Background: an optimization exercise with open tools, aiming at small area, a short achievable clock period and few clock cycles per item. Do not read the settings as production practice.
Only simulation tests tie the RTL to the original design; equivalence was not proved.
Power figures rest on the tool's default switching activity, not on a simulated workload.

**config.mk**
```make
export PLATFORM = sky130hd
export DESIGN_NAME = frer_recovery
export DESIGN_NICKNAME = frer_recovery
export VERILOG_FILES = /design/flow/design.v
export SDC_FILE = /design/flow/constraint.sdc
export NUM_CORES = 4
export LEC_CHECK = 0
export CAP_MARGIN = 20
export CORE_MARGIN = 2
export CORE_UTILIZATION = 40
export CTS_CLUSTER_DIAMETER = 100
export CTS_CLUSTER_SIZE = 20
export SLEW_MARGIN = 20
```
**constraint.sdc**
```tcl
create_clock -name core_clock -period 20.0 [get_ports {clk}]
set_input_delay 4.0000 -clock core_clock [delete_from_list [all_inputs] [get_ports {clk}]]
set_output_delay 4.0000 -clock core_clock [all_outputs]
set_load 0.01 [all_outputs]
```
**design.v**
```verilog
module frer_recovery (
    input  wire        clk,
    input  wire        rst,
    input  wire        cmd_valid,
    output wire        cmd_ready,
    input  wire [1:0]  cmd_op,
    input  wire [2:0]  cmd_stream,
    input  wire [2:0]  cmd_sel,
    input  wire        cmd_has_seq,
    input  wire [15:0] cmd_seq,
    input  wire [31:0] cmd_data,
    output reg         rsp_valid,
    output reg  [31:0] rsp_data
);
    localparam OP_FRAME  = 2'd0;
    localparam OP_READ   = 2'd1;
    localparam OP_CONFIG = 2'd2;
    localparam OP_WRITE  = 2'd3;
    assign cmd_ready = 1'b1;
    integer i;
    reg rst_q;
    always @(posedge clk) rst_q <= rst;
    reg [23:0] cfg         [0:7];    
    reg [15:0] rec_seq     [0:7];
    reg [63:1] hist        [0:7];    
    reg        rst_pending [0:7];
    reg [31:0] last_pass   [0:7];    
    reg        p1_v;
    reg [1:0]  p1_op;
    reg [7:0]  p1_oh;
    reg [7:0]  p1_ohL;      
    reg        p1_samep;    
    reg        p1_fwdp;     
    reg        p1_fwdt;     
    reg [2:0]  p1_sel;
    reg        p1_hs;
    reg [15:0] p1_seq;
    reg [31:0] p1_d;
    always @(posedge clk) begin
        p1_v   <= cmd_valid & ~rst;
        p1_op  <= cmd_op;
        p1_oh  <= 8'd1 << cmd_stream;
        p1_ohL <= (8'd1 << cmd_stream) & {8{cmd_op == OP_FRAME}};
        p1_samep <= p1_v && !rst && ((p1_oh & (8'd1 << cmd_stream)) != 8'd0);
        p1_fwdp  <= p1_v && !rst && ((p1_oh & (8'd1 << cmd_stream)) != 8'd0) &&
                    (p1_op == OP_CONFIG);
        p1_fwdt  <= p1_v && !rst && ((p1_oh & (8'd1 << cmd_stream)) != 8'd0) &&
                    (p1_op == OP_CONFIG) && (cmd_op == OP_FRAME);
        p1_sel <= cmd_sel;
        p1_hs  <= cmd_has_seq;
        p1_seq <= cmd_seq;
        p1_d   <= cmd_data;
    end
    reg        p2_v;
    reg [1:0]  p2_op;
    reg [7:0]  p2_oh;
    reg [7:0]  p2_ohH;    
    reg [2:0]  p2_sel;
    reg        p2_hs;
    reg [15:0] p2_seq;
    reg [31:0] p2_d;
    reg [6:0]  p2_hl;
    reg        p2_tns;
    reg        p2_chg;
    reg [23:0] s1_rd;
    reg [15:0] s1_rs;
    reg [31:0] s1_lp;
    always @(*) begin
        s1_rd = 24'd0;
        s1_rs = 16'd0;
        s1_lp = 32'd0;
        for (i = 0; i < 8; i = i + 1) begin
            s1_rd = s1_rd | (cfg[i]       & {24{p1_oh[i]}});
            s1_rs = s1_rs | (rec_seq[i]   & {16{p1_oh[i]}});
            s1_lp = s1_lp | (last_pass[i] & {32{p1_ohL[i]}});
        end
    end
    wire        s1_same = p1_samep;
    wire        s1_fwd  = p1_fwdp;
    wire [23:0] s1_cfgv = s1_fwd ? {p2_d[29:22], p2_d[15:0]} : s1_rd;
    wire        s1_tns = s1_cfgv[23];
    wire [6:0]  s1_hl  = s1_cfgv[22:16];
    wire [15:0] s1_rt  = s1_cfgv[15:0];
    wire [6:0]  s1_hlc = (s1_hl > 7'd64) ? 7'd64 : s1_hl;
    wire [31:0] s1_cfg = {2'd0, s1_tns, s1_hl, 6'd0, s1_rt};
    function [35:0] ks36;
        input [35:0] a;
        input [35:0] b;
        input        cin;
        reg   [35:0] p, G, P;
        integer j, d;
        begin
            p = a ^ b;
            G = a & b;
            G[0] = G[0] | (p[0] & cin);
            P = p;
            for (d = 1; d < 36; d = d * 2)
                for (j = 35; j >= d; j = j - 1) begin
                    G[j] = G[j] | (P[j] & G[j - d]);
                    P[j] = P[j] & P[j - d];
                end
            ks36 = p ^ {G[34:0], cin};
        end
    endfunction
    function [71:0] rtrows;
        input [15:0] rt;
        reg   [35:0] r1, r2, r3, r4, s, c;
        begin
            r1 = ~{8'd0, rt, 12'd0};
            r2 = {10'd0, rt, 10'd0};
            r3 = {14'd0, rt, 6'd0};
            r4 = {17'd0, rt, 3'd0};
            s  = r1 ^ r2 ^ r3;
            c  = ((r1 & r2) | (r1 & r3) | (r2 & r3)) << 1;
            rtrows = {s ^ c ^ r4, ((s & c) | (s & r4) | (c & r4)) << 1};
        end
    endfunction
    function [35:0] vcalc;      
        input [31:0] n;
        input [71:0] rows;
        reg   [35:0] r0, a, b;
        begin
            r0 = {4'd0, n};
            a  = rows[71:36];
            b  = rows[35:0];
            vcalc = ks36(r0 ^ a ^ b, ((r0 & a) | (r0 & b) | (a & b)) << 1, 1'b0);
        end
    endfunction
    wire [71:0] s1_rows = p1_fwdt ? rtrows(p2_d[15:0]) : rtrows(s1_rd[15:0]);
    function [14:0] dinfo;    
        input [15:0] seq;
        input [15:0] rsq;
        input [6:0]  hlc;
        reg   [35:0] dl, nd;
        reg          rg;
        begin
            dl = {20'd0, seq - rsq};
            nd = {20'd0, rsq - seq};
            if (dl[15])
                rg = (nd[15:7] != 9'd0) || (nd[6:0] >= hlc);
            else
                rg = (dl[14:7] != 8'd0) || (dl[6:0] >= hlc);
            dinfo = {rg, !dl[15] && (dl[15:0] != 16'd0),
                     dl[15:1] != 15'd0, dl[5:0], nd[5:0]};
        end
    endfunction
    reg [14:0] p2_di_r, p2_di_f;
    reg        p2_same;
    reg [35:0] p2_v36;
    reg [31:0] p2_lpr;
    always @(posedge clk) begin
        p2_v     <= p1_v & ~rst;
        p2_op    <= p1_op;
        p2_oh    <= p1_oh;
        p2_ohH   <= p1_oh & {8{p1_op == OP_FRAME}};
        p2_sel   <= p1_sel;
        p2_hs    <= p1_hs;
        p2_seq   <= p1_seq;
        p2_d     <= (p1_op == OP_READ) ? s1_cfg : p1_d;
        p2_hl    <= s1_hlc;
        p2_tns   <= s1_tns;
        p2_chg   <= (p1_d[29] != s1_tns) || (p1_d[28:22] != s1_hl);
        p2_di_r  <= dinfo(p1_seq, s1_rs, s1_hlc);
        p2_di_f  <= dinfo(p1_seq, p2_seq, s1_hlc);
        p2_v36   <= vcalc(p1_d, s1_rows);
        p2_lpr   <= s1_lp;
        p2_same  <= s1_same;
    end
    reg [63:1] H_rd;
    reg [15:0] rs;
    reg        pend_rd;
    always @(*) begin
        H_rd    = 63'd0;
        rs      = 16'd0;
        pend_rd = 1'b0;
        for (i = 0; i < 8; i = i + 1) begin
            H_rd    = H_rd    | (hist[i]        & {63{p2_ohH[i]}});
            rs      = rs      | (rec_seq[i]     & {16{p2_oh[i]}});
            pend_rd = pend_rd | (rst_pending[i] & p2_oh[i]);
        end
    end
    reg         p3_setseq, p3_pass;
    reg  [31:0] p3_d;
    wire        use_f   = p2_same && p3_setseq;
    wire [14:0] di      = use_f ? p2_di_f : p2_di_r;
    function tcmp;
        input [35:0] v;
        input [31:0] n;
        input [31:0] lpv;
        reg          ge, lt;
        begin
            ge   = v[31:0] >= lpv;
            lt   = n < lpv;
            tcmp = (!v[35] && ge) || (lt && (!v[35] || ge));
        end
    endfunction
    wire        timeout = (p2_same && p3_pass) ? tcmp(p2_v36, p2_d, p3_d)
                                               : tcmp(p2_v36, p2_d, p2_lpr);
    wire [6:0]  hl = p2_hl;
    wire [63:0] H  = {H_rd, 1'b1};
    wire        pending   = pend_rd | timeout;
    wire        rogue     = di[14];
    wire        delta_pos = di[13];
    wire        delta_gt1 = di[12];
    wire [5:0]  dp        = di[11:6];
    wire [5:0]  dn        = di[5:0];
    wire        dup       = H[dn];
    function [63:0] lowk;
        input [6:0] k;
        integer j;
        begin
            for (j = 0; j < 64; j = j + 1)
                lowk[j] = (k > j);
        end
    endfunction
    wire [6:0]  hl_m_d    = hl - {1'b0, dp};
    wire [63:0] hl_mask   = lowk(hl);
    wire [63:0] top_mask  = hl_mask & ~lowk(hl_m_d);
    wire [63:0] hist_adv  = ((H << dp) | 64'd1) & hl_mask;
    wire [63:0] hist_mark = H | (64'd1 << dn);
    reg        f_pass, f_reset, f_disc, f_rogue, f_ooo, f_adv, f_pend;
    reg [63:0] f_hist;
    always @(*) begin
        f_pass  = 1'b0;
        f_reset = 1'b0;
        f_disc  = 1'b0;
        f_rogue = 1'b0;
        f_ooo   = 1'b0;
        f_adv   = 1'b0;
        f_pend  = pending;
        f_hist  = H;
        if (!p2_hs) begin
            if (p2_tns)
                f_pass = 1'b1;
            else
                f_disc = 1'b1;
        end else if (pending) begin
            f_hist  = 64'd1;
            f_pend  = 1'b0;
            f_reset = 1'b1;
            f_pass  = 1'b1;
        end else if (rogue) begin
            f_rogue = 1'b1;
        end else if (!delta_pos) begin
            if (dup) begin
                f_disc = 1'b1;
            end else begin
                f_hist = hist_mark;
                f_ooo  = 1'b1;
                f_pass = 1'b1;
            end
        end else begin
            f_adv  = 1'b1;
            f_hist = hist_adv;
            f_ooo  = delta_gt1;
            f_pass = 1'b1;
        end
    end
    wire s2_frame = p2_v && (p2_op == OP_FRAME);
    wire s2_cfg   = p2_v && (p2_op == OP_CONFIG);
    wire [23:0] wd_cfg  = rst_q ? 24'd0 : {p2_d[29:22], p2_d[15:0]};
    wire [15:0] wd_seq  = rst_q ? 16'd0 : p2_seq;
    wire        wd_pend = rst_q | (s2_frame ? f_pend : (pend_rd | p2_chg));
    always @(posedge clk) begin
        for (i = 0; i < 8; i = i + 1) begin
            if (rst_q || (s2_cfg && p2_oh[i]))
                cfg[i] <= wd_cfg;
            if (rst_q || (s2_frame && (f_reset || f_adv) && p2_oh[i]))
                rec_seq[i] <= wd_seq;
            if (rst_q || ((s2_frame || s2_cfg) && p2_oh[i]))
                rst_pending[i] <= wd_pend;
            if (p2_v && p2_ohH[i])
                hist[i] <= f_hist[63:1];
            if (s2_frame && f_pass && p2_oh[i])
                last_pass[i] <= p2_d;
        end
    end
    reg        p3_v;
    reg [1:0]  p3_op;
    reg [7:0]  p3_oh;
    reg [2:0]  p3_sel;
    reg [63:1] p3_lvec;
    reg [5:0]  p3_inc;    
    always @(posedge clk) begin
        p3_v    <= p2_v & ~rst;
        p3_op   <= p2_op;
        p3_oh   <= p2_oh;
        p3_sel  <= p2_sel;
        p3_d    <= (p2_op == OP_READ && p2_sel == 3'd6) ?
                   {rs, 15'd0, pend_rd} : p2_d;
        p3_lvec <= (s2_frame && f_adv) ? (~H[63:1] & top_mask[63:1]) : 63'd0;
        p3_inc  <= s2_frame ? {f_pass, f_disc, f_rogue, f_ooo, f_adv, f_reset} : 6'd0;
        p3_setseq <= s2_frame && (f_reset || f_adv);
        p3_pass   <= s2_frame && f_pass;
    end
    reg [4:0] pcg [0:3];
    always @(*) begin
        for (i = 0; i < 4; i = i + 1)
            pcg[i] = 5'd0;
        for (i = 1; i < 64; i = i + 1)
            pcg[i / 16] = pcg[i / 16] + {4'd0, p3_lvec[i]};
    end
    reg        p4_v;
    reg [1:0]  p4_op;
    reg [47:0] p4_m;      
    reg [2:0]  p4_sel;
    reg [31:0] p4_d;
    reg [19:0] p4_pcg;
    reg [5:0]  p4_inc;
    always @(posedge clk) begin
        p4_v    <= p3_v & ~rst;
        p4_op   <= p3_op;
        for (i = 0; i < 6; i = i + 1)
            p4_m[8 * i +: 8] <= p3_oh & {8{(p3_v && p3_op == OP_FRAME && p3_inc[5 - i]) ||
                                            (p3_v && p3_op[0] && p3_sel == i)}};
        p4_sel  <= p3_sel;
        p4_d    <= p3_d;
        p4_pcg  <= {pcg[3], pcg[2], pcg[1], pcg[0]};
        p4_inc  <= p3_inc;
    end
    wire s4_frame = p4_v && (p4_op == OP_FRAME);
    wire s4_write = p4_v && (p4_op == OP_WRITE);
    wire [6:0] p4_lost = {2'd0, p4_pcg[4:0]} + {2'd0, p4_pcg[9:5]}
                       + {2'd0, p4_pcg[14:10]} + {2'd0, p4_pcg[19:15]};
    wire [6:0] amt [0:5];
    assign amt[0] = {6'd0, p4_inc[5]};
    assign amt[1] = {6'd0, p4_inc[4]};
    assign amt[2] = {6'd0, p4_inc[3]};
    assign amt[3] = {6'd0, p4_inc[2]};
    assign amt[4] = p4_lost;
    assign amt[5] = {6'd0, p4_inc[0]};
    wire [31:0] cur [0:5];
    genvar g;
    generate
        for (g = 0; g < 6; g = g + 1) begin : gcnt
            reg [31:0] cnt [0:7];
            reg [31:0] rdv;
            integer k;
            always @(*) begin
                rdv = 32'd0;
                for (k = 0; k < 8; k = k + 1)
                    rdv = rdv | (cnt[k] & {32{p4_m[8 * g + k]}});
            end
            assign cur[g] = rdv;
            wire [35:0] sum = ks36({4'd0, rdv}, {29'd0, amt[g]}, 1'b0);
            wire [31:0] wd  = rst_q ? 32'd0 :
                              (s4_write ? p4_d : (sum[32] ? 32'hFFFF_FFFF : sum[31:0]));
            always @(posedge clk) begin
                for (k = 0; k < 8; k = k + 1)
                    if (rst_q || p4_m[8 * g + k])
                        cnt[k] <= wd;
            end
        end
    endgenerate
    reg [31:0] rd_val;
    always @(*) begin
        case (p4_sel)
            3'd0: rd_val = cur[0];
            3'd1: rd_val = cur[1];
            3'd2: rd_val = cur[2];
            3'd3: rd_val = cur[3];
            3'd4: rd_val = cur[4];
            3'd5: rd_val = cur[5];
            default: rd_val = p4_d;
        endcase
    end
    always @(posedge clk) begin
        rsp_valid <= p4_v & ~rst;
        case (p4_op)
            OP_FRAME: rsp_data <= {31'd0, p4_inc[5]};
            OP_READ:  rsp_data <= rd_val;
            default:  rsp_data <= 32'd0;
        endcase
    end
endmodule
```
**run.sh**
```bash
#!/bin/bash
# synth_recipe.tcl (not shown) runs the flow's synth.tcl, then flattens the netlist and writes it again
# the make line also repeats each setting of config.mk as NAME=value (left out here)
make -C /OpenROAD-flow-scripts/flow DESIGN_CONFIG=/design/flow/config.mk WORK_HOME=/design/flow/orfs CLKGATE_MAP_FILE= SYNTH_SCRIPT=/design/flow/synth_recipe.tcl finish
```
==> key figures, run 1 <==
Run status
  – Status: finished clean

Worst setup path
  – Crit path largest cell delay: 0.77 ns
  – CP arrival: 6.91 ns
  – WS Path Type: reg2reg
  – Worst setup EP type: flop
  – Worst path cell trace: nand2_1, mux2_2, buf_4, inv_1, ha_1, a21oi_1, o21bai_1, a21oi_1, xnor2_1, and2_1, nand4_1, nand2b_1, a2111oi_0
  – Critical R2R Launch: p2_same
  – Buf/Inv on CP: 2
  – Reg2reg end: p3_lvec[13]
  – Critical Path Fanout Max: 59
  – FF-to-FF setup slack: 13.81 ns
  – Crit path required time: 20.72 ns
  – Slowest CP cell: xnor2_1
  – Worst r2r path cells: 13
  – Most Frequent Cell on Critical Path: a21oi_1
  – Critical path startpoint category: flop
  – CP top delay family: simple AND/OR/NAND/NOR gates

Placement
  – Worst slack at placement: 13.90 ns
  – Final estimated routing congestion in global placement: 0.9928
  – Port buffer count: 92
  – Post-DP Area: 139000 um^2
  – DP Wirelength: 278.2 mm

Synth
  – Post-synth EDFFs: 2640
  – Syn_nets: 9985
  – Synth area leader: edfxtp_1
  – Top cells by count, synth: edfxtp_1, a22oi_1, dfxtp_1, a21oi_1, inv_1
  – Yosys reg bits: 3133
  – Post-synth top flop: edfxtp_1
  – Most common cell in the netlist: edfxtp_1
  – Register area share after synthesis: 0.6725
  – Post-Syn Area: 132600 um^2
  – Yosys cell types: 104
  – Post-synth ARST share: 0
  – Post-synth top area share: 0.5980
  – Post-Synthesis Cells: 9484
  – Synth warn: 13
  – Synth top area cells: edfxtp_1, a22oi_1, dfxtp_1
  – Avg Inst Size Synth: 13.98 um^2

Power and ir drop
  – Leak pwr: 49.16 nW
  – Pwr dens: 96.74 nW/um^2
  – Peak supply drop: 0.00007882 V

Clock tree
  – Clk slew on worst S/H paths: 0.09 ns
  – CTS root buf: clkbuf_16
  – Post-CTS Setup Bufs: 0
  – CTS tree: built
  – Cts repair resizes: 0
  – Clock Path Buffers: 4
  – TritonCTS Buffers: 181
  – Clock Latency Late Sink: 0.93 ns
  – H-tree depth: 4
  – Clock tree sinks: 3133
  – Cts hold-fix bufs: 0

Route
  – Vias per cell: 6.170
  – Drt pass-1 iters: 8
  – Wire length per cell: 30.64 um
  – WL final: 428.7 mm
  – DRC: 0
  – Starting DRT DRC Count: 9872
  – Vias post-DR: 86320
  – Antenna Nets Post-Route: 0

Worst hold path
  – Hold Path End: p2_sel[2]
  – WHS Path Cells: 0
  – Hold Startpoint: p1_sel[2]
  – Hold Path Class: reg2reg

Layout
  – Reg area: 89180 um^2
  – Multi-input gate area: 40110 um^2
  – Cell area after layout: 144400 um^2
  – Final #Nets: 9998
  – P&R area growth vs syn: 8.901%
  – Share of cells above drive strength 1: 0.07108
  – Fillers: 29530

GRT
  – Initial antenna violation count: 26
  – Vias in the first global route: 83740
  – First-pass GRT wire length: 610.3 mm
  – Largest net degree at the start of global routing: 92
  – GR Overflow Total: 0
  – Overall Global Routing Usage: 0.2463

Floorplanning
  – Starting density of the core: 0.4017
  – Die area: 336000 um^2
  – Die Y: 579.7 um
  – # rows: 211
  – Die width: 579.7 um
  – Io pins: 94
  – Core area: 330000 um^2

STA
  – Final Max Slew Viols: 0
  – Setup violators final: 0
  – Final hold violations: 0
  – Final worst setup slack: 13.81 ns
  – Rel. slew slack: 0.1380
  – Tmin final: 6.192 ns
  – Hold_ws: 0.3311 ns
  – Final TNS setup: 0 ns
  – Final worst path period share: 0.3096
  – Clock Skews: 0.1038 ns
  – Unrepaired setup endpoints after global routing: no
  – Worst-margin pin slew: 1.279 ns
  – Peak Freq: 161.5 MHz

Job
  – Max Cap Viol: 0
[cells by family after synthesis]
logic type	Yosys count	share of synthesized area
compound gates	2784	0.1474
xor+xnor	272	0.01797
fa+ha+maj	443	0.04818
buf+inv	902	0.02640
flops	3133	0.6725
mux	208	0.01891
other cells	1	0.00002829
simple gates	1741	0.06862
[power breakdown]
group / total (mW) / internal [mW] / switching, mW
clock network: 3.85 / 1.73 / 2.11
logic: 2.62 / 0.848 / 1.78
registers: 7.50 / 7.32 / 0.176
[worst reg2reg max path, stage by stage (launching register included)]
cell       delay [ns]
dfxtp_1          0.66
nand2_1          0.74
mux2_2           0.44
buf_4            0.56
inv_1            0.16
ha_1             0.39
a21oi_1          0.15
o21bai_1         0.14
a21oi_1          0.11
xnor2_1          0.77
and2_1           0.33
nand4_1          0.55
nand2b_1         0.50
a2111oi_0        0.50
[how the worst max path moves through the flow]
| stage | startpoint | end | slack, ns | cells after the start |
|---|---|---|---|---|
| floorplan | p1_oh[0] | p2_v36[28] | 14.55 | 22 |
| global placement | rst | p1_fwdt | 13.91 | 5 |
| detailed placement | rst | p1_fwdt | 13.90 | 5 |
| CTS | p2_same | p3_lvec[13] | 13.86 | 13 |
| global route | p2_same | p3_lvec[5] | 13.35 | 13 |
| finish | p2_same | p3_lvec[13] | 13.81 | 13 |
[sequential cells by signal, indices dropped and copies added (netlist names), 14 cells and up]
name	flops
gcnt.cnt	1536
hist	504
last_pass	256
cfg	192
rec_seq	128
p3_lvec	63
p4_m	48
p2_v36	33
p1_d	32
p2_d	32
p2_lpr	32
p3_d	32
p4_d	32
rsp_data	32
p4_pcg	19
p1_seq	16
p2_seq	16
p2_di_f	14
p2_di_r	14
[per-layer routing]
| metal | global-route usage | wire length [um] | part of all wire | vias up |
|---|---|---|---|---|
| met4 | 0.09654 | 19300 | 0.045 | 14 |
| met5 | 0 | 95 | 0.00022 | - |
| met2 | 0.3948 | 199300 | 0.46 | 4425 |
| met3 | 0.04631 | 37910 | 0.088 | 823 |
| li1 | - | - | - | 37210 |
| met1 | 0.3308 | 172100 | 0.40 | 43850 |
[cell usage in the layout, fill, tap and decap left out, types with 247 or more instances in the layout]
| master | instances |
|---|---|
| buf_4 | 247 |
| nor2_1 | 375 |
| edfxtp_1 | 2640 |
| ha_1 | 328 |
| a22oi_1 | 1365 |
| nand4_1 | 376 |
| dfxtp_1 | 472 |
| inv_1 | 386 |
| a21oi_1 | 422 |
| nand2_1 | 334 |
[stage by stage]
| stage | total power, mW | cells | util |
|---|---|---|---|
| global route | 14.44 | 13990 | 0.4374 |
| finish | 13.96 | 13990 | 0.4374 |
| global placement | 10.15 | 13680 | 0.4210 |
| floorplan | 9.195 | 9484 | - |
| CTS | 13.94 | 13990 | 0.4370 |
| detailed placement | 10.17 | 13680 | 0.4211 |
[layout make-up]
| cell class | count | area share |
|---|---|---|
| clock buffers | 289 | 0.03433 |
| clock inverters | 20 | 0.002019 |
| well taps | 4366 | 0.03784 |
| diodes | 3 | 0.00005200 |
| flip-flops and latches | 3133 | 0.6178 |
| repair buffers | 344 | 0.02002 |
| multi-input cells | 5449 | 0.2779 |
| inverters | 388 | 0.01009 |
Testbench counts, summed over its fixed seeds: cycles 24,616, items 24,576.
==> inputs of run 2 (changes only) <==
--- a/design.v
+++ b/design.v
@@ -37,4 +37,17 @@
     reg [15:0] p1_seq;
     reg [31:0] p1_d;
+    reg [23:0] p1_cfg;      
+    reg        p1_fwdA;     
+    reg [7:0]  p2_oh;
+    reg        p2_v;
+    reg [1:0]  p2_op;
+    reg [31:0] p2_d;
+    reg [31:0] p3_d;
+    reg [23:0] in_cfg;
+    always @(*) begin
+        in_cfg = 24'd0;
+        for (i = 0; i < 8; i = i + 1)
+            in_cfg = in_cfg | (cfg[i] & {24{cmd_stream == i}});
+    end
     always @(posedge clk) begin
         p1_v   <= cmd_valid & ~rst;
@@ -51,25 +64,21 @@
         p1_seq <= cmd_seq;
         p1_d   <= cmd_data;
+        p1_cfg <= rst_q ? 24'd0 : in_cfg;    
+        p1_fwdA <= p2_v && !rst && ((p2_oh & (8'd1 << cmd_stream)) != 8'd0) &&
+                   (p2_op == OP_CONFIG);
     end
-    reg        p2_v;
-    reg [1:0]  p2_op;
-    reg [7:0]  p2_oh;
     reg [7:0]  p2_ohH;    
     reg [2:0]  p2_sel;
     reg        p2_hs;
     reg [15:0] p2_seq;
-    reg [31:0] p2_d;
     reg [6:0]  p2_hl;
     reg        p2_tns;
     reg        p2_chg;
-    reg [23:0] s1_rd;
     reg [15:0] s1_rs;
     reg [31:0] s1_lp;
     always @(*) begin
-        s1_rd = 24'd0;
         s1_rs = 16'd0;
         s1_lp = 32'd0;
         for (i = 0; i < 8; i = i + 1) begin
-            s1_rd = s1_rd | (cfg[i]       & {24{p1_oh[i]}});
             s1_rs = s1_rs | (rec_seq[i]   & {16{p1_oh[i]}});
             s1_lp = s1_lp | (last_pass[i] & {32{p1_ohL[i]}});
@@ -78,5 +87,6 @@
     wire        s1_same = p1_samep;
     wire        s1_fwd  = p1_fwdp;
-    wire [23:0] s1_cfgv = s1_fwd ? {p2_d[29:22], p2_d[15:0]} : s1_rd;
+    wire [23:0] s1_cfgv = s1_fwd  ? {p2_d[29:22], p2_d[15:0]} :
+                          p1_fwdA ? {p3_d[29:22], p3_d[15:0]} : p1_cfg;
     wire        s1_tns = s1_cfgv[23];
     wire [6:0]  s1_hl  = s1_cfgv[22:16];
@@ -127,5 +137,6 @@
         end
     endfunction
-    wire [71:0] s1_rows = p1_fwdt ? rtrows(p2_d[15:0]) : rtrows(s1_rd[15:0]);
+    wire [71:0] s1_rows = s1_fwd  ? rtrows(p2_d[15:0]) :
+                          p1_fwdA ? rtrows(p3_d[15:0]) : rtrows(p1_cfg[15:0]);
     function [14:0] dinfo;    
         input [15:0] seq;
@@ -181,5 +192,4 @@
     end
     reg         p3_setseq, p3_pass;
-    reg  [31:0] p3_d;
     wire        use_f   = p2_same && p3_setseq;
     wire [14:0] di      = use_f ? p2_di_f : p2_di_r;
@@ -289,5 +299,5 @@
         p3_d    <= (p2_op == OP_READ && p2_sel == 3'd6) ?
                    {rs, 15'd0, pend_rd} : p2_d;
-        p3_lvec <= (s2_frame && f_adv) ? (~H[63:1] & top_mask[63:1]) : 63'd0;
+        p3_lvec <= ~H[63:1] & top_mask[63:1];    
         p3_inc  <= s2_frame ? {f_pass, f_disc, f_rogue, f_ooo, f_adv, f_reset} : 6'd0;
         p3_setseq <= s2_frame && (f_reset || f_adv);
@@ -328,5 +338,5 @@
     assign amt[2] = {6'd0, p4_inc[3]};
     assign amt[3] = {6'd0, p4_inc[2]};
-    assign amt[4] = p4_lost;
+    assign amt[4] = p4_inc[1] ? p4_lost : 7'd0;
     assign amt[5] = {6'd0, p4_inc[0]};
     wire [31:0] cur [0:5];
==> key figures, run 2 <==
Clock tree
  – Cts hold-fix bufs: 0 (unchanged)
  – CTS root buf: clkbuf_16 (unchanged)
  – Clock Path Buffers: 4 (unchanged)
  – H-tree depth: 4 (unchanged)
  – TritonCTS Buffers: 185 (was 181)
  – Clock tree sinks: 3158 (was 3133)
  – CTS tree: built (unchanged)
  – Clock Latency Late Sink: 0.95 ns (was 0.93 ns)
  – Post-CTS Setup Bufs: 0 (unchanged)
  – Clk slew on worst S/H paths: 0.08 ns (was 0.09 ns)
  – Cts repair resizes: 0 (unchanged)

Floorplanning
  – Die Y: 586.8 um (was 579.7 um)
  – # rows: 213 (was 211)
  – Starting density of the core: 0.4027 (was 0.4017)
  – Die area: 344300 um^2 (was 336000 um^2)
  – Die width: 586.8 um (was 579.7 um)
  – Io pins: 94 (unchanged)
  – Core area: 337400 um^2 (was 330000 um^2)

STA
  – Hold_ws: 0.3354 ns (was 0.3311 ns)
  – Peak Freq: 164.9 MHz (was 161.5 MHz)
  – Rel. slew slack: 0.1249 (was 0.1380)
  – Unrepaired setup endpoints after global routing: no (unchanged)
  – Clock Skews: 0.1181 ns (was 0.1038 ns)
  – Final worst setup slack: 13.94 ns (was 13.81 ns)
  – Worst-margin pin slew: 1.310 ns (was 1.279 ns)
  – Final hold violations: 0 (unchanged)
  – Final worst path period share: 0.3032 (was 0.3096)
  – Tmin final: 6.064 ns (was 6.192 ns)
  – Final Max Slew Viols: 0 (unchanged)
  – Final TNS setup: 0 ns (unchanged)
  – Setup violators final: 0 (unchanged)

Layout
  – Max reg flops: 1536 (unchanged)
  – P&R area growth vs syn: 8.686% (was 8.901%)
  – Final #Nets: 10390 (was 9998)
  – Biggest regs: gcnt.cnt: 1536 flops, hist: 504 flops, last_pass: 256 flops (unchanged)
  – Fillers: 30290 (was 29530)
  – Most flop-heavy register: gcnt.cnt (unchanged)
  – Most common cell after layout, fill and taps aside: edfxtp_1 (unchanged)
  – Share of cells above drive strength 1: 0.07552 (was 0.07108)
  – Commonest cells after routing, fill and taps aside: edfxtp_1, a22oi_1, dfxtp_1 (unchanged)

Route
  – DRC: 0 (unchanged)
  – WL final: 463.4 mm (was 428.7 mm)
  – Antenna Nets Post-Route: 0 (unchanged)
  – Wire length per cell: 31.96 um (was 30.64 um)
  – Vias per cell: 6.276 (was 6.170)
  – Drt pass-1 iters: 9 (was 8)
  – Vias post-DR: 91010 (was 86320)
  – Starting DRT DRC Count: 12260 (was 9872)

Worst setup path
  – WS Path Type: reg2reg (unchanged)
  – Worst r2r path cells: 17 (was 13)
  – Critical R2R Launch: p4_pcg[1] (was p2_same)
  – Worst setup EP type: flop (unchanged)
  – Crit path largest cell delay: 0.89 ns (was 0.77 ns)
  – CP arrival: 6.63 ns (was 6.91 ns)
  – Crit path required time: 20.56 ns (was 20.72 ns)
  – FF-to-FF setup slack: 13.94 ns (was 13.81 ns)
  – Most Frequent Cell on Critical Path: fa_1 (was a21oi_1)
  – Slowest CP cell: nor3_1 (was xnor2_1)
  – Worst path cell trace: inv_1, fa_1, fa_1, inv_1, ha_1, fa_1, a21o_1, a21oi_1, xnor2_1, and2_1, ha_1, a31oi_1, nor3_1, nand3_1, nor3b_1, nor2_4, a21oi_1 (was nand2_1, mux2_2, buf_4, inv_1, ha_1, a21oi_1, o21bai_1, a21oi_1, xnor2_1, and2_1, nand4_1, nand2b_1, a2111oi_0)
  – Reg2reg end: gcnt[4].cnt[2][20] (was p3_lvec[13])
  – Critical Path Fanout Max: 30 (was 59)
  – Critical path startpoint category: flop (unchanged)

Power and ir drop
  – Clock group share of total power: 0.281 (was 0.275)
  – Leak pwr: 50.25 nW (was 49.16 nW)
  – Switching share of total power: 0.2905 (was 0.2909)
  – Peak supply drop: 0.00006999 V (was 0.00007882 V)
  – Flop pwr share: 0.541 (was 0.537)
  – NetSw: 4.068 mW (was 4.063 mW)
  – Comb power frac: 0.178 (was 0.188)
  – Pwr dens: 94.85 nW/um^2 (was 96.74 nW/um^2)
  – Int Power: 9.937 mW (was 9.902 mW)

Worst hold path
  – Hold Path Class: reg2reg (unchanged)
  – WHS Path Cells: 0 (unchanged)
  – Hold Path End: p2_sel[1] (was p2_sel[2])
  – Hold Startpoint: p1_sel[1] (was p1_sel[2])

GRT
  – Largest net degree at the start of global routing: 79 (was 92)
  – Initial antenna violation count: 34 (was 26)
  – Overall Global Routing Usage: 0.2590 (was 0.2463)
  – GR Overflow Total: 0 (unchanged)
  – First-pass GRT wire length: 652.9 mm (was 610.3 mm)
  – Vias in the first global route: 87100 (was 83740)

Synth
  – Syn_nets: 10380 (was 9985)
  – Avg Inst Size Synth: 13.81 um^2 (was 13.98 um^2)
  – Yosys cell types: 114 (was 104)
  – Post-synth EDFFs: 2640 (unchanged)
  – Most common cell in the netlist: edfxtp_1 (unchanged)
  – Synth area leader: edfxtp_1 (unchanged)
  – Synth warn: 13 (unchanged)
  – Yosys reg bits: 3158 (was 3133)
  – Post-synth top area share: 0.5835 (was 0.5980)
  – Post-synth top flop: edfxtp_1 (unchanged)
  – Synth top area cells: edfxtp_1, dfxtp_1, a22oi_1 (was edfxtp_1, a22oi_1, dfxtp_1)
  – Register area share after synthesis: 0.6599 (was 0.6725)
  – Post-synth ARST share: 0 (unchanged)
  – Post-Syn Area: 135900 um^2 (was 132600 um^2)
  – Top cells by count, synth: edfxtp_1, a22oi_1, dfxtp_1, inv_1, a21oi_1 (was edfxtp_1, a22oi_1, dfxtp_1, a21oi_1, inv_1)
  – Post-Synthesis Cells: 9838 (was 9484)

Job
  – Max Cap Viol: 0 (unchanged)

Placement
  – Worst slack at placement: 13.95 ns (was 13.90 ns)
  – Port buffer count: 92 (unchanged)
  – DP Wirelength: 301.1 mm (was 278.2 mm)
  – Final estimated routing congestion in global placement: 1.053 (was 0.9928)

Run status
  – Status: finished clean (unchanged)
run 2: changes by cell type after synthesis, sizes merged, moves of 45 or more:
| cell | previous run | this run |
|---|---|---|
| buf | 154 | 259 |
| a221oi | 28 | 106 |
| clkbuf | 360 | 285 |
| inv | 387 | 455 |
| a21oi | 422 | 469 |
| a22oi | 1365 | 1320 |
run 2: worst max-delay path: cells and delay by family (launching register included):
kind	cells	cell delay [ns]
xor gates and xnor gates	1	0.08
AOI/OAI and AO/OA	4	1.02
DFF	1	0.32
adders and majority gates	5	2.02
and+or+nand+nor	5	2.18
buffers and inverters	2	0.11
run 2: final cells by class:
type / instances / area, um^2 / area share
diodes: 15 / 37.54 / 0.0002542
clock buffers: 294 / 5102 / 0.03456
clock inverters: 20 / 269.0 / 0.001822
inverters: 455 / 1708 / 0.01157
multi-input cells: 5681 / 42220 / 0.2859
flip-flops and latches: 3158 / 89670 / 0.6073
well taps: 4515 / 5649 / 0.03826
repair buffers: 363 / 3000 / 0.02032
run 2: per-stage QoR:
stage               power (mW)  utilization  cells  cell area (um^2)
finish                   14.01       0.4376  14500            147700
global route             14.44       0.4375  14490            147600
CTS                      13.97       0.4374  14490            147600
detailed placement       10.12       0.4215  14170            142200
global placement         10.10       0.4212  14170            142100
floorplan                9.146            -   9838            135900
run 2: metal layers:
metal,share of wire,global-route usage,vias to the layer above
met1,0.40,0.3546,46170
met3,0.099,0.05157,1029
li1,-,-,38580
met4,0.054,0.1214,20
met5,0.00029,0,-
met2,0.44,0.3959,5207
run 2: logic make-up after synthesis:
logic type | share of synthesized area
xor+xnor | 0.01618
other cells | 0.00002760
simple gates | 0.06935
buf+inv | 0.03170
fa+ha+maj | 0.05255
flops | 0.6599
mux | 0.01552
compound gates | 0.1548
run 2: power groups by stage:
stage | Sequential (mW) | Combinational (mW) | Clock (mW)
6_report | 7.58 | 2.49 | 3.93
5_1_grt | 7.60 | 2.64 | 4.20
4_1_cts | 7.58 | 2.41 | 3.99
3_5_place_dp | 7.73 | 2.40 | 0
3_3_place_gp | 7.72 | 2.38 | 0
2_1_floorplan | 7.62 | 1.53 | 0
run 2: how the worst max path moves through the flow:
stage | start | to | slack (ns) | cells after the start
global placement | cmd_stream[2] | p1_fwdp | 14.09 | 7
CTS | rsp_valid | rsp_valid | 13.86 | 1
floorplan | cmd_stream[1] | p1_cfg[17] | 14.22 | 6
global route | p4_pcg[1] | gcnt[4].cnt[7][27] | 13.50 | 17
finish | p4_pcg[1] | gcnt[4].cnt[2][20] | 13.94 | 17
detailed placement | p4_pcg[1] | gcnt[4].cnt[0][19] | 13.95 | 17
Testbench counts of run 2, summed over its fixed seeds: cycles 24,616, items 24,576.
==> inputs of run 3 (changes only) <==
==> flow/run.sh (new file) <==
#!/bin/bash
# Own flow: the standard layout (standard.sh, unchanged synthesis and
# steps), except that the port buffers that global placement inserts on every
# input and output are sky130_fd_sc_hd__buf_4 cells instead of the default
# choice (a clkdlybuf4s50 delay cell). Each tool's output goes to the ORFS
# logs under orfs/logs; make's own output goes to standard.log here.
set -euo pipefail
export BUFFER_PORTS_ARGS="-buffer_cell sky130_fd_sc_hd__buf_4"
bash standard.sh > standard.log 2>&1
==> standard.sh (new file) <==
#!/bin/bash
# synth_recipe.tcl (not shown) runs the flow's synth.tcl, then flattens the netlist and writes it again
# the make line also repeats each setting of config.mk as NAME=value (left out here)
make -C /OpenROAD-flow-scripts/flow DESIGN_CONFIG=/design/flow/config.mk WORK_HOME=/design/flow/orfs CLKGATE_MAP_FILE= SYNTH_SCRIPT=/design/flow/synth_recipe.tcl "${@:-finish}"
removed: run.sh
==> key figures, run 3 <==
Run status
  – Status: finished clean (unchanged)

STA
  – Unrepaired setup endpoints after global routing: no (unchanged)
  – Worst-margin pin slew: 1.267 ns (was 1.310 ns)
  – Tmin final: 6.207 ns (was 6.064 ns)
  – Final hold violations: 0 (unchanged)
  – Peak Freq: 161.1 MHz (was 164.9 MHz)
  – Final worst path period share: 0.3104 (was 0.3032)
  – Setup violators final: 0 (unchanged)
  – Clock Skews: 0.1187 ns (was 0.1181 ns)
  – Rel. slew slack: 0.1550 (was 0.1249)
  – Final worst setup slack: 13.79 ns (was 13.94 ns)
  – Final Max Slew Viols: 0 (unchanged)
  – Final TNS setup: 0 ns (unchanged)

Layout
  – Final non-filler cell total: 14510 (was 14500)
  – Multi-input gate area: 42230 um^2 (was 42220 um^2)
  – Share of cells above drive strength 1: 0.08652 (was 0.07552)
  – Max reg flops: 1536 (unchanged)
  – Most common cell after layout, fill and taps aside: edfxtp_1 (unchanged)
  – Commonest cells after routing, fill and taps aside: edfxtp_1, a22oi_1, dfxtp_1 (unchanged)
  – Reg area: 89670 um^2 (unchanged)
  – Fillers: 30370 (was 30290)
  – P&R area growth vs syn: 8.513% (was 8.686%)
  – Biggest regs: gcnt.cnt: 1536 flops, hist: 504 flops, last_pass: 256 flops (unchanged)
  – Final #Nets: 10400 (was 10390)
  – Most flop-heavy register: gcnt.cnt (unchanged)

Worst hold path
  – Hold Path Class: reg2reg (unchanged)

Power and ir drop
  – Comb power frac: 0.180 (was 0.178)
  – NetSw: 4.103 mW (was 4.068 mW)
  – Flop pwr share: 0.541 (about the same)
  – Pwr dens: 95.06 nW/um^2 (was 94.85 nW/um^2)
  – Clock group share of total power: 0.279 (was 0.281)
  – Peak supply drop: 0.00006612 V (was 0.00006999 V)
  – Switching share of total power: 0.2928 (was 0.2905)
  – Leak pwr: 50.40 nW (was 50.25 nW)
  – Int Power: 9.911 mW (was 9.937 mW)

Clock tree
  – Clock Path Buffers: 4 (unchanged)
  – Clock Latency Late Sink: 0.97 ns (was 0.95 ns)
  – CTS root buf: clkbuf_16 (unchanged)
  – Cts hold-fix bufs: 0 (unchanged)
  – TritonCTS Buffers: 183 (was 185)
  – CTS tree: built (unchanged)
  – Clock tree sinks: 3158 (unchanged)
  – H-tree depth: 4 (unchanged)
  – Cts repair resizes: 0 (unchanged)
  – Clk slew on worst S/H paths: 0.08 ns (about the same)
  – Post-CTS Setup Bufs: 0 (unchanged)

Floorplanning
  – # rows: 213 (unchanged)
  – Die area: 344300 um^2 (unchanged)
  – Core area: 337400 um^2 (unchanged)
  – Starting density of the core: 0.4027 (unchanged)
  – Die Y: 586.8 um (unchanged)
  – Die width: 586.8 um (unchanged)
  – Io pins: 94 (unchanged)

GRT
  – Global routing's busiest layer: met2 (unchanged)
  – Overall Global Routing Usage: 0.2619 (was 0.2590)
  – GR Util met2: 0.4026 (was 0.3959)
  – Met1 Usage GRT: 0.3604 (was 0.3546)
  – Largest net degree at the start of global routing: 96 (was 79)
  – First-pass GRT wire length: 659.1 mm (was 652.9 mm)
  – GR Overflow Total: 0 (unchanged)
  – Vias in the first global route: 87820 (was 87100)
  – Met3 Use GR: 0.05152 (was 0.05157)
  – Initial antenna violation count: 28 (was 34)

Synth
  – Syn_nets: 10380 (unchanged)
  – Post-synth ARST share: 0 (unchanged)
  – Yosys reg bits: 3158 (unchanged)
  – Register area share after synthesis: 0.6599 (unchanged)
  – Post-synth EDFFs: 2640 (unchanged)
  – Synth warn: 13 (unchanged)
  – Most common cell in the netlist: edfxtp_1 (unchanged)
  – Synth area leader: edfxtp_1 (unchanged)
  – Synth top area cells: edfxtp_1, dfxtp_1, a22oi_1 (unchanged)
  – Top cells by count, synth: edfxtp_1, a22oi_1, dfxtp_1, inv_1, a21oi_1 (unchanged)
  – Avg Inst Size Synth: 13.81 um^2 (unchanged)
  – Post-Synthesis Cells: 9838 (unchanged)
  – Yosys cell types: 114 (unchanged)
  – Post-synth top area share: 0.5835 (unchanged)
  – Post-Syn Area: 135900 um^2 (unchanged)
  – Post-synth top flop: edfxtp_1 (unchanged)

Placement
  – Dpl cells: 14190 (was 14170)
  – Worst slack at placement: 14.12 ns (was 13.95 ns)
  – Final estimated routing congestion in global placement: 1.050 (was 1.053)
  – Port buffer count: 92 (unchanged)
  – DP Wirelength: 307.5 mm (was 301.1 mm)

Worst setup path
  – Critical Path Fanout Max: 39 (was 30)
  – WS Path Type: reg2reg (unchanged)
  – Crit path required time: 20.71 ns (was 20.56 ns)
  – CP arrival: 6.91 ns (was 6.63 ns)
  – Worst setup EP type: flop (unchanged)
  – Critical path startpoint category: flop (unchanged)

Route
  – Vias post-DR: 91400 (was 91010)
  – Starting DRT DRC Count: 12140 (was 12260)
  – DRC: 0 (unchanged)
  – Wire length per cell: 32.27 um (was 31.96 um)
  – Vias per cell: 6.300 (was 6.276)
  – Drt pass-1 iters: 9 (unchanged)
  – WL final: 468.2 mm (was 463.4 mm)
  – Antenna Nets Post-Route: 0 (unchanged)

Job
  – Max Cap Viol: 0 (unchanged)
==> run 3: cell counts after synthesis <==
No cell type changed its count.
==> run 3: through the flow <==
step	util	power, mW	hold slack (ns)	instance area (um^2)
2_1_floorplan	-	9.146	0.3096	135900
3_3_place_gp	0.4210	10.15	0.3109	142100
3_5_place_dp	0.4211	10.17	0.3136	142100
4_1_cts	0.4367	13.99	0.3079	147400
5_1_grt	0.4369	14.47	0.3303	147400
6_report	0.4369	14.01	0.2970	147400
==> run 3: cell type report <==
cell class / instances / area share
Sequential cell: 3158 / 0.6082
Multi-Input combinational cell: 5681 / 0.2864
Tap cell: 4515 / 0.03832
Clock buffer: 292 / 0.03427
Timing Repair Buffer: 381 / 0.01949
Inverter: 455 / 0.01158
Clock inverter: 19 / 0.001536
Antenna cell: 7 / 0.0001188
==> run 3: cells by family after synthesis <==
| kind of cell | count (synthesis) | share of synthesized area |
|---|---|---|
| flip-flops | 3158 | 0.6599 |
| AO/OA/AOI/OAI | 2967 | 0.1548 |
| AND/OR/NAND/NOR | 1784 | 0.06935 |
| buffers and inverters | 999 | 0.03170 |
| adder cells (fa/ha/maj) | 483 | 0.05255 |
| XOR/XNOR | 251 | 0.01618 |
| multiplexers | 195 | 0.01552 |
| other | 1 | 0.00002760 |
==> run 3: power groups by stage <==
stage / Combinational [mW] / Clock (mW) / Sequential (mW)
CTS: 2.45 / 3.96 / 7.58
detailed placement: 2.43 / 0 / 7.73
floorplan: 1.53 / 0 / 7.62
finish: 2.52 / 3.91 / 7.58
global placement: 2.43 / 0 / 7.72
global route: 2.68 / 4.18 / 7.60
==> run 3: routing by layer <==
metal | share of wire | up-vias
li1 | - | 38610
met1 | 0.41 | 46820
met2 | 0.45 | 4995
met3 | 0.096 | 962
met4 | 0.051 | 12
met5 | 0.00018 | -
==> run 3: worst paths after layout <==
kind,end,slack (ns),cells after the start,startpoint
setup / recovery,p3_lvec[35],13.79,14,p2_same
hold / removal,p2_sel[2],0.30,0,p1_sel[2]
setup reg to reg,p3_lvec[35],13.79,14,p2_same
hold reg to reg,p2_sel[2],0.30,0,p1_sel[2]
==> run 3: critical path, cell delays in order, from the launching register on <==
cell       delay [ns]
dfxtp_1          0.87
nand2_4          0.33
mux2_2           0.32
buf_4            0.50
inv_2            0.40
buf_4            0.35
ha_1             0.39
a21o_1           0.21
a21oi_1          0.30
o21bai_1         0.11
a21oi_1          0.39
xor2_1           0.30
nor2_1           0.60
nor2_1           0.21
a2111oi_0        0.63
==> inputs of run 4 (changes only) <==
--- a/design.v
+++ b/design.v
@@ -139,5 +139,5 @@
     wire [71:0] s1_rows = s1_fwd  ? rtrows(p2_d[15:0]) :
                           p1_fwdA ? rtrows(p3_d[15:0]) : rtrows(p1_cfg[15:0]);
-    function [14:0] dinfo;    
+    function [21:0] dinfo;    
         input [15:0] seq;
         input [15:0] rsq;
@@ -152,9 +152,9 @@
             else
                 rg = (dl[14:7] != 8'd0) || (dl[6:0] >= hlc);
-            dinfo = {rg, !dl[15] && (dl[15:0] != 16'd0),
+            dinfo = {hlc - {1'b0, dl[5:0]}, rg, !dl[15] && (dl[15:0] != 16'd0),
                      dl[15:1] != 15'd0, dl[5:0], nd[5:0]};
         end
     endfunction
-    reg [14:0] p2_di_r, p2_di_f;
+    reg [21:0] p2_di_r, p2_di_f;
     reg        p2_same;
     reg [35:0] p2_v36;
@@ -193,5 +193,5 @@
     reg         p3_setseq, p3_pass;
     wire        use_f   = p2_same && p3_setseq;
-    wire [14:0] di      = use_f ? p2_di_f : p2_di_r;
+    wire [21:0] di      = use_f ? p2_di_f : p2_di_r;
     function tcmp;
         input [35:0] v;
@@ -224,5 +224,5 @@
         end
     endfunction
-    wire [6:0]  hl_m_d    = hl - {1'b0, dp};
+    wire [6:0]  hl_m_d    = di[21:15];    
     wire [63:0] hl_mask   = lowk(hl);
     wire [63:0] top_mask  = hl_mask & ~lowk(hl_m_d);
==> key figures, run 4 <==
GRT
  – Vias in the first global route: 85270 (was 87820)
  – GR Overflow Total: 0 (unchanged)
  – Global routing's busiest layer: met2 (unchanged)
  – Met1 Usage GRT: 0.3509 (was 0.3604)
  – Initial antenna violation count: 21 (was 28)
  – First-pass GRT wire length: 641.7 mm (was 659.1 mm)
  – Met3 Use GR: 0.05224 (was 0.05152)
  – GR Util met2: 0.4062 (was 0.4026)
  – Overall Global Routing Usage: 0.2595 (was 0.2619)
  – Largest net degree at the start of global routing: 62 (was 96)

Synth
  – Complex-gate fraction of the synthesized area: 0.1376 (was 0.1548)
  – Register area share after synthesis: 0.6647 (was 0.6599)
  – Synth Area in Simple Gates: 0.06965 (was 0.06935)
  – Post-synth ARST share: 0 (unchanged)
  – Synth warn: 13 (unchanged)
  – Most common cell in the netlist: edfxtp_1 (unchanged)
  – Post-Synthesis Cells: 9729 (was 9838)
  – Multiplexer area fraction after synthesis: 0.02912 (was 0.01552)
  – Yosys reg bits: 3172 (was 3158)
  – Post-synth top area share: 0.5860 (was 0.5835)
  – Synth area leader: edfxtp_1 (unchanged)
  – Top cells by count, synth: edfxtp_1, a22oi_1, dfxtp_1, a21oi_1, inv_1 (was edfxtp_1, a22oi_1, dfxtp_1, inv_1, a21oi_1)
  – Yosys cell types: 103 (was 114)
  – Post-synth top flop: edfxtp_1 (unchanged)
  – Xor and xnor area share after synthesis: 0.01664 (was 0.01618)
  – Avg Inst Size Synth: 13.90 um^2 (was 13.81 um^2)
  – Post-synth EDFFs: 2640 (unchanged)
  – Synth Area in Adders: 0.05355 (was 0.05255)
  – Largest family of logic cells by synthesized area: compound AO/OA/AOI/OAI gates (unchanged)
  – Syn_nets: 10280 (was 10380)
  – Synth top area cells: edfxtp_1, dfxtp_1, a22oi_1 (unchanged)
  – Post-Syn Area: 135300 um^2 (was 135900 um^2)

STA
  – Final TNS setup: 0 ns (unchanged)
  – Clock Skews: 0.1473 ns (was 0.1187 ns)
  – Final worst setup slack: 13.36 ns (was 13.79 ns)
  – Worst-margin pin slew: 1.227 ns (was 1.267 ns)
  – Final Max Slew Viols: 0 (unchanged)
  – Peak Freq: 150.7 MHz (was 161.1 MHz)
  – Rel. slew slack: 0.1821 (was 0.1550)
  – Unrepaired setup endpoints after global routing: no (unchanged)
  – Final worst path period share: 0.3318 (was 0.3104)
  – Tmin final: 6.635 ns (was 6.207 ns)
  – Setup violators final: 0 (unchanged)
  – Final hold violations: 0 (unchanged)

Route
  – Starting DRT DRC Count: 11580 (was 12140)
  – Vias post-DR: 88560 (was 91400)
  – DRC: 0 (unchanged)
  – Wire length per cell: 31.78 um (was 32.27 um)
  – Vias per cell: 6.151 (was 6.300)
  – WL final: 457.6 mm (was 468.2 mm)
  – Drt pass-1 iters: 8 (was 9)
  – Antenna Nets Post-Route: 0 (unchanged)

Worst setup path
  – WS Path Type: reg2reg (unchanged)
  – Critical path startpoint category: flop (unchanged)
  – Critical Path Fanout Max: 38 (was 39)
  – Worst r2r path cells: 12 (was 14)
  – Crit path required time: 20.69 ns (was 20.71 ns)
  – Worst setup EP type: flop (unchanged)
  – CP arrival: 7.33 ns (was 6.91 ns)

Clock tree
  – Clock Latency Late Sink: 0.98 ns (was 0.97 ns)
  – H-tree depth: 4 (unchanged)
  – CTS tree: built (unchanged)
  – Clk slew on worst S/H paths: 0.08 ns (about the same)
  – Clock Path Buffers: 4 (unchanged)
  – Clock tree sinks: 3172 (was 3158)
  – Cts repair resizes: 0 (unchanged)
  – Cts hold-fix bufs: 0 (unchanged)
  – CTS root buf: clkbuf_16 (unchanged)
  – Post-CTS Setup Bufs: 0 (unchanged)
  – TritonCTS Buffers: 186 (was 183)

Job
  – Max Cap Viol: 0 (unchanged)

Layout
  – Share of cells above drive strength 1: 0.08097 (was 0.08652)
  – Commonest cells after routing, fill and taps aside: edfxtp_1, a22oi_1, dfxtp_1 (unchanged)
  – Most flop-heavy register: gcnt.cnt (unchanged)
  – Biggest regs: gcnt.cnt: 1536 flops, hist: 504 flops, last_pass: 256 flops (unchanged)
  – Final #Nets: 10270 (was 10400)
  – P&R area growth vs syn: 8.715% (was 8.513%)
  – Most common cell after layout, fill and taps aside: edfxtp_1 (unchanged)
  – Max reg flops: 1536 (unchanged)

Power and ir drop
  – Pwr dens: 94.87 nW/um^2 (was 95.06 nW/um^2)
  – Peak supply drop: 0.00008278 V (was 0.00006612 V)
  – Leak pwr: 50.60 nW (was 50.40 nW)

Run status
  – Status: finished clean (unchanged)

Floorplanning
  – Die area: 342900 um^2 (was 344300 um^2)
  – Io pins: 94 (unchanged)
  – Die width: 585.6 um (was 586.8 um)
  – Core area: 336600 um^2 (was 337400 um^2)
  – Starting density of the core: 0.4019 (was 0.4027)
  – Die Y: 585.6 um (was 586.8 um)
  – # rows: 213 (unchanged)

Worst hold path
  – WHS Path Cells: 0 (unchanged)
  – Hold Path Class: reg2reg (unchanged)

Placement
  – Final estimated routing congestion in global placement: 1.014 (was 1.050)
  – Worst slack at placement: 13.71 ns (was 14.12 ns)
  – Port buffer count: 92 (unchanged)
  – DP Wirelength: 297.0 mm (was 307.5 mm)
==> run 4: metal layers <==
layer | part of all wire | wire length (um)
met1 | 0.40 | 182800
met2 | 0.45 | 208000
met3 | 0.096 | 44120
met4 | 0.049 | 22620
met5 | 0.00012 | 57
==> run 4: power by group <==
part | switching, mW | leakage, nW | internal [mW] | total [mW]
clock network | 2.19 | 2.62 | 1.80 | 3.99
registers | 0.206 | 30.7 | 7.42 | 7.63
logic | 1.61 | 17.2 | 0.724 | 2.33
total | 4.00 | 50.6 | 9.95 | 14.0
==> run 4: critical path: stages (launching register included) <==
cell and delay [ns]:
dfxtp_1 0.74, ha_1 0.28, nand4_1 0.17, nor4_1 0.57, nand2_1 0.30, a2111oi_2 0.84, nor4_1 0.15, o211ai_2 0.60
o2111ai_4 0.19, buf_4 0.34, nand2b_1 0.62, a2111oi_1 1.23, a21o_1 0.27
==> run 4: cells by family after synthesis <==
group / Yosys count
other: 1
AOI/OAI and AO/OA: 2696
buffers and inverters: 949
xor gates and xnor gates: 257
and+or+nand+nor: 1823
DFF: 3172
adders and majority gates: 491
muxes: 340
==> run 4: cell type report <==
type / count / area [um^2]
tap: 4515 / 5649
antenna: 16 / 40.04
timing repair buffer: 321 / 2430
fill: 30110 / 189500
clock buffer: 311 / 5134
inverter: 429 / 1610
sequential: 3172 / 89960
clock inverter: 27 / 381.6
multi-input combinational: 5608 / 41870
==> run 4: metrics by stage <==
stage | power, mW | instances | hold slack, ns | utilization | cell area [um^2]
6_report | 13.95 | 14400 | 0.3298 | 0.4369 | 147100
5_1_grt | 14.40 | 14390 | 0.3319 | 0.4368 | 147000
4_1_cts | 13.94 | 14380 | 0.3324 | 0.4366 | 147000
3_5_place_dp | 10.03 | 14040 | 0.3132 | 0.4203 | 141500
3_3_place_gp | 10.01 | 14040 | 0.3158 | 0.4199 | 141300
2_1_floorplan | 9.076 | 9729 | 0.3096 | - | 135300
==> run 4: worst paths after layout <==
path	startpoint	end	slack [ns]
worst max-delay path	p2_d[27]	hist[3][18]	13.36
worst min-delay path	p1_sel[1]	p2_sel[1]	0.33
worst max register to register	p2_d[27]	hist[3][18]	13.36
worst min register to register	p1_sel[1]	p2_sel[1]	0.33
Testbench counts of run 4, summed over its fixed seeds: cycles 24,616, items 24,576.
==> inputs of run 5 (changes only) <==
--- a/design.v
+++ b/design.v
@@ -316,5 +316,5 @@
     reg [2:0]  p4_sel;
     reg [31:0] p4_d;
-    reg [19:0] p4_pcg;
+    reg [11:0] p4_pcg;    
     reg [5:0]  p4_inc;
     always @(posedge clk) begin
@@ -326,11 +326,10 @@
         p4_sel  <= p3_sel;
         p4_d    <= p3_d;
-        p4_pcg  <= {pcg[3], pcg[2], pcg[1], pcg[0]};
+        p4_pcg  <= {{1'b0, pcg[3]} + {1'b0, pcg[2]}, {1'b0, pcg[1]} + {1'b0, pcg[0]}};
         p4_inc  <= p3_inc;
     end
     wire s4_frame = p4_v && (p4_op == OP_FRAME);
     wire s4_write = p4_v && (p4_op == OP_WRITE);
-    wire [6:0] p4_lost = {2'd0, p4_pcg[4:0]} + {2'd0, p4_pcg[9:5]}
-                       + {2'd0, p4_pcg[14:10]} + {2'd0, p4_pcg[19:15]};
+    wire [6:0] p4_lost = {1'b0, p4_pcg[11:6]} + {1'b0, p4_pcg[5:0]};
     wire [6:0] amt [0:5];
     assign amt[0] = {6'd0, p4_inc[5]};
==> run.sh (new file) <==
#!/bin/bash
# synth_recipe.tcl (not shown) runs the flow's synth.tcl, then flattens the netlist and writes it again
# the make line also repeats each setting of config.mk as NAME=value (left out here)
make -C /OpenROAD-flow-scripts/flow DESIGN_CONFIG=/design/flow/config.mk WORK_HOME=/design/flow/orfs CLKGATE_MAP_FILE= SYNTH_SCRIPT=/design/flow/synth_recipe.tcl finish
removed: flow/run.sh
removed: standard.sh
==> key figures, run 5 <==
GRT
  – Initial antenna violation count: 30 (was 21)
  – First-pass GRT wire length: 641.2 mm (was 641.7 mm)
  – Met1 Usage GRT: 0.3569 (was 0.3509)
  – GR Overflow Total: 0 (unchanged)
  – Vias in the first global route: 86500 (was 85270)
  – GR Util met2: 0.3889 (was 0.4062)
  – Overall Global Routing Usage: 0.2571 (was 0.2595)
  – Global routing's busiest layer: met2 (unchanged)
  – Met3 Use GR: 0.05843 (was 0.05224)
  – Largest net degree at the start of global routing: 73 (was 62)

Clock tree
  – Clk slew on worst S/H paths: 0.08 ns (about the same)
  – Cts repair resizes: 0 (unchanged)
  – TritonCTS Buffers: 189 (was 186)
  – Clock Path Buffers: 4 (unchanged)
  – Clock Latency Late Sink: 0.95 ns (was 0.98 ns)
  – CTS root buf: clkbuf_16 (unchanged)
  – Cts hold-fix bufs: 0 (unchanged)
  – CTS tree: built (unchanged)
  – Post-CTS Setup Bufs: 0 (unchanged)
  – Clock tree sinks: 3165 (was 3172)
  – H-tree depth: 4 (unchanged)

Worst setup path
  – Critical R2R Launch: p3_d[8] (was p2_d[27])
  – Crit path largest cell delay: 0.55 ns (was 1.23 ns)
  – Buf/Inv on CP: 1 (unchanged)
  – Slowest CP cell: clkdlybuf4s50_1 (was a2111oi_1)
  – Worst r2r path cells: 16 (was 12)
  – Worst path cell trace: clkdlybuf4s50_1 (was ha_1, nand4_1, nor4_1, nand2_1, a2111oi_2, nor4_1, o211ai_2, o2111ai_4, buf_4, nand2b_1, a2111oi_1, a21o_1)
  – Instance count on the critical path: 1 (was 12)
  – Critical path startpoint category: flop (unchanged)
  – Critical Path Fanout Max: 1 (was 38)
  – FF-to-FF setup slack: 14.32 ns (was 13.36 ns)
  – CP top delay family: buffers and inverters (was compound AO/OA/AOI/OAI gates)
  – Reg2reg end: p2_v36[30] (was hist[3][18])
  – CP arrival: 1.87 ns (was 7.33 ns)
  – Worst setup EP type: output port (was flop)
  – Crit path required time: 16.00 ns (was 20.69 ns)
  – WS Path Type: reg2out (was reg2reg)

Floorplanning
  – Die Y: 585.8 um (was 585.6 um)
  – Die area: 343200 um^2 (was 342900 um^2)
  – Io pins: 94 (unchanged)
  – Die width: 585.8 um (was 585.6 um)
  – # rows: 213 (unchanged)
  – Starting density of the core: 0.4020 (was 0.4019)
  – Core area: 336900 um^2 (was 336600 um^2)

Power and ir drop
  – Pwr dens: 95.28 nW/um^2 (was 94.87 nW/um^2)
  – Peak supply drop: 0.00007325 V (was 0.00008278 V)
  – Flop pwr share: 0.542 (was 0.547)
  – NetSw: 4.036 mW (was 4.004 mW)
  – Switching share of total power: 0.2873 (was 0.2869)
  – Clock group share of total power: 0.286 (about the same)
  – Leak pwr: 50.35 nW (was 50.60 nW)
  – Comb power frac: 0.172 (was 0.167)
  – Int Power: 10.01 mW (was 9.949 mW)

Synth
  – Post-synth EDFFs: 2640 (unchanged)
  – Synth warn: 13 (unchanged)
  – Post-synth top area share: 0.5854 (was 0.5860)
  – Post-Syn Area: 135400 um^2 (was 135300 um^2)
  – Synth top area cells: edfxtp_1, dfxtp_1, a22oi_1 (unchanged)
  – Synth area leader: edfxtp_1 (unchanged)
  – Post-synth ARST share: 0 (unchanged)
  – Most common cell in the netlist: edfxtp_1 (unchanged)
  – Yosys reg bits: 3165 (was 3172)
  – Post-Synthesis Cells: 9793 (was 9729)
  – Register area share after synthesis: 0.6631 (was 0.6647)
  – Yosys cell types: 121 (was 103)
  – Top cells by count, synth: edfxtp_1, a22oi_1, dfxtp_1, a21oi_1, nor2_1 (was edfxtp_1, a22oi_1, dfxtp_1, a21oi_1, inv_1)
  – Post-synth top flop: edfxtp_1 (unchanged)
  – Avg Inst Size Synth: 13.83 um^2 (was 13.90 um^2)
  – Syn_nets: 10340 (was 10280)

Route
  – Drt pass-1 iters: 9 (was 8)
  – Vias post-DR: 90770 (was 88560)
  – DRC: 0 (unchanged)
  – Antenna Nets Post-Route: 0 (unchanged)
  – Vias per cell: 6.285 (was 6.151)
  – Starting DRT DRC Count: 12430 (was 11580)
  – WL final: 455.1 mm (was 457.6 mm)
  – Wire length per cell: 31.51 um (was 31.78 um)

STA
  – Peak Freq: 170.5 MHz (was 150.7 MHz)
  – Final hold violations: 0 (unchanged)
  – Setup violators final: 0 (unchanged)
  – Clock Skews: 0.1226 ns (was 0.1473 ns)
  – Final worst path period share: 0.2933 (was 0.3318)
  – Rel. slew slack: 0.1199 (was 0.1821)
  – Worst-margin pin slew: 1.317 ns (was 1.227 ns)
  – Final TNS setup: 0 ns (unchanged)
  – Tmin final: 5.866 ns (was 6.635 ns)
  – Final Max Slew Viols: 0 (unchanged)
  – Unrepaired setup endpoints after global routing: no (unchanged)

Worst hold path
  – Hold Path Class: reg2reg (unchanged)
  – Hold Path End: p2_hs (was p2_sel[1])
  – Hold Startpoint: p1_hs (was p1_sel[1])
  – WHS Path Cells: 0 (unchanged)

Layout
  – Final non-filler cell total: 14440 (was 14400)
  – Max reg flops: 1536 (unchanged)
  – Most common cell after layout, fill and taps aside: edfxtp_1 (unchanged)
  – Reg area: 89810 um^2 (was 89960 um^2)
  – P&R area growth vs syn: 8.889% (was 8.715%)
  – Commonest cells after routing, fill and taps aside: edfxtp_1, a22oi_1, dfxtp_1 (unchanged)
  – Biggest regs: gcnt.cnt: 1536 flops, hist: 504 flops, last_pass: 256 flops (unchanged)
  – Most flop-heavy register: gcnt.cnt (unchanged)
  – Share of cells above drive strength 1: 0.07386 (was 0.08097)
  – Fillers: 30190 (was 30110)
  – Final #Nets: 10330 (was 10270)
  – Multi-input gate area: 42000 um^2 (was 41870 um^2)

Run status
  – Status: finished clean (unchanged)

Placement
  – Dpl cells: 14110 (was 14040)
  – Final estimated routing congestion in global placement: 1.015 (was 1.014)
  – Port buffer count: 92 (unchanged)
  – DP Wirelength: 291.5 mm (was 297.0 mm)

Job
  – Max Cap Viol: 0 (unchanged)
run 5: cell types whose count changed in the layout (fill, tap and decap cells not counted), moves of 31 or more:
cell | before | now
o21ai_0 | 209 | 241
inv_1 | 428 | 381
mux2i_1 | 257 | 114
nand2_1 | 385 | 345
a221oi_1 | 50 | 106
o22ai_1 | 33 | 159
mux4_2 | 35 | 4
buf_4 | 315 | 258
clkdlybuf4s50_1 | 0 | 92
run 5: cell families after synthesis:
logic type / share of synthesized area
mux: 0.01110
flops: 0.6631
fa+ha+maj: 0.05291
xor+xnor: 0.01604
compound gates: 0.1566
other cells: 0.00002769
simple gates: 0.07151
buf+inv: 0.02874
run 5: per-layer routing:
layer  share of wire  up-vias
met1            0.41    46060
met2            0.44     5188
li1                -    38490
met5         0.00018        -
met3            0.10     1019
met4           0.048       14
run 5: how the worst max path moves through the flow:
stage | start | end | slack, ns
after CTS | rsp_valid | rsp_valid | 14.05
after global routing | p2_d[8] | p2_v36[30] | 13.93
after floorplan | cmd_stream[1] | p1_cfg[3] | 14.19
after global placement | cmd_stream[2] | p1_fwdA | 14.01
after detailed placement | cmd_stream[2] | p1_fwdA | 13.93
final | rsp_data[13] | rsp_data[13] | 14.13
run 5: area by class of cell:
class	count	area share
repair buffers	354	0.01992
well taps	4515	0.03831
clock buffers	286	0.03476
multi-input cells	5693	0.2848
inverters	382	0.009725
clock inverters	30	0.003089
diodes	17	0.0002885
flip-flops and latches	3165	0.6091
run 5: metrics by stage:
| stage | power [mW] | utilization | cell area, um^2 | setup WS (ns) | hold slack [ns] |
|---|---|---|---|---|---|
| 6_report | 14.05 | 0.4377 | 147400 | 14.13 | 0.3351 |
| 5_1_grt | 14.51 | 0.4376 | 147400 | 13.93 | 0.3429 |
| 2_1_floorplan | 9.154 | - | 135400 | 14.19 | 0.3096 |
| 4_1_cts | 14.02 | 0.4373 | 147300 | 14.05 | 0.3353 |
| 3_5_place_dp | 10.08 | 0.4207 | 141700 | 13.93 | 0.3157 |
| 3_3_place_gp | 10.05 | 0.4206 | 141700 | 14.01 | 0.3158 |
run 5: power by group through the flow:
stage                     logic, mW  clock network (mW)  registers (mW)
after CTS                      2.33                4.08            7.61
after global routing           2.57                4.30            7.63
after floorplan                1.51                   0            7.65
final                          2.42                4.02            7.61
after detailed placement       2.32                   0            7.76
after global placement         2.30                   0            7.75
Testbench counts of run 5, summed over its fixed seeds: cycles 24,616, items 24,576.

==> port drivers added, routing unchanged <==
The flow's constraints put no driver on any port. The routed layouts listed below were extracted and timed again, unchanged, in two steps.
Step 1: set_driving_cell puts a clkbuf_16 on clk and a buf_2 on each other input, an assumption about the parent block.
Step 2 adds t to the input delays and takes it off the output delays; t is the mean of the earliest and latest rising clock arrival at the registers after step 1. Input paths then give back, and output paths get back, about the clock's delay inside the block.
Three values: ideal ports, drivers, drivers and shift; two values: the first two.
run | shift t [ns] | slack for setup (ns) | worst setup path at the end | clock arrival spread, ns | worst data-port slew with drivers (ns)
run 1 | 0.985 | 13.808 / 13.808 / 13.808 | register to register | 0.103 / 0.104 | 0.07
run 2 | 0.987 | 13.936 / 13.858 / 13.936 | register to register | 0.129 / 0.128 | 0.05
run 3 | 1.005 | 13.793 / 13.793 / 13.793 | register to register | 0.126 / 0.126 | 0.17
run 4 | 1.012 | 13.365 / 13.365 / 13.365 | register to register | 0.149 / 0.149 | 0.05
run 5 | 0.986 | 14.134 / 14.038 / 13.940 | input to register | 0.128 / 0.129 | 0.08
After both steps every run listed still meets setup and hold. The setup slack of run 5, which loses most, moves by -0.096 ns with the drivers and by -0.194 ns with both steps.
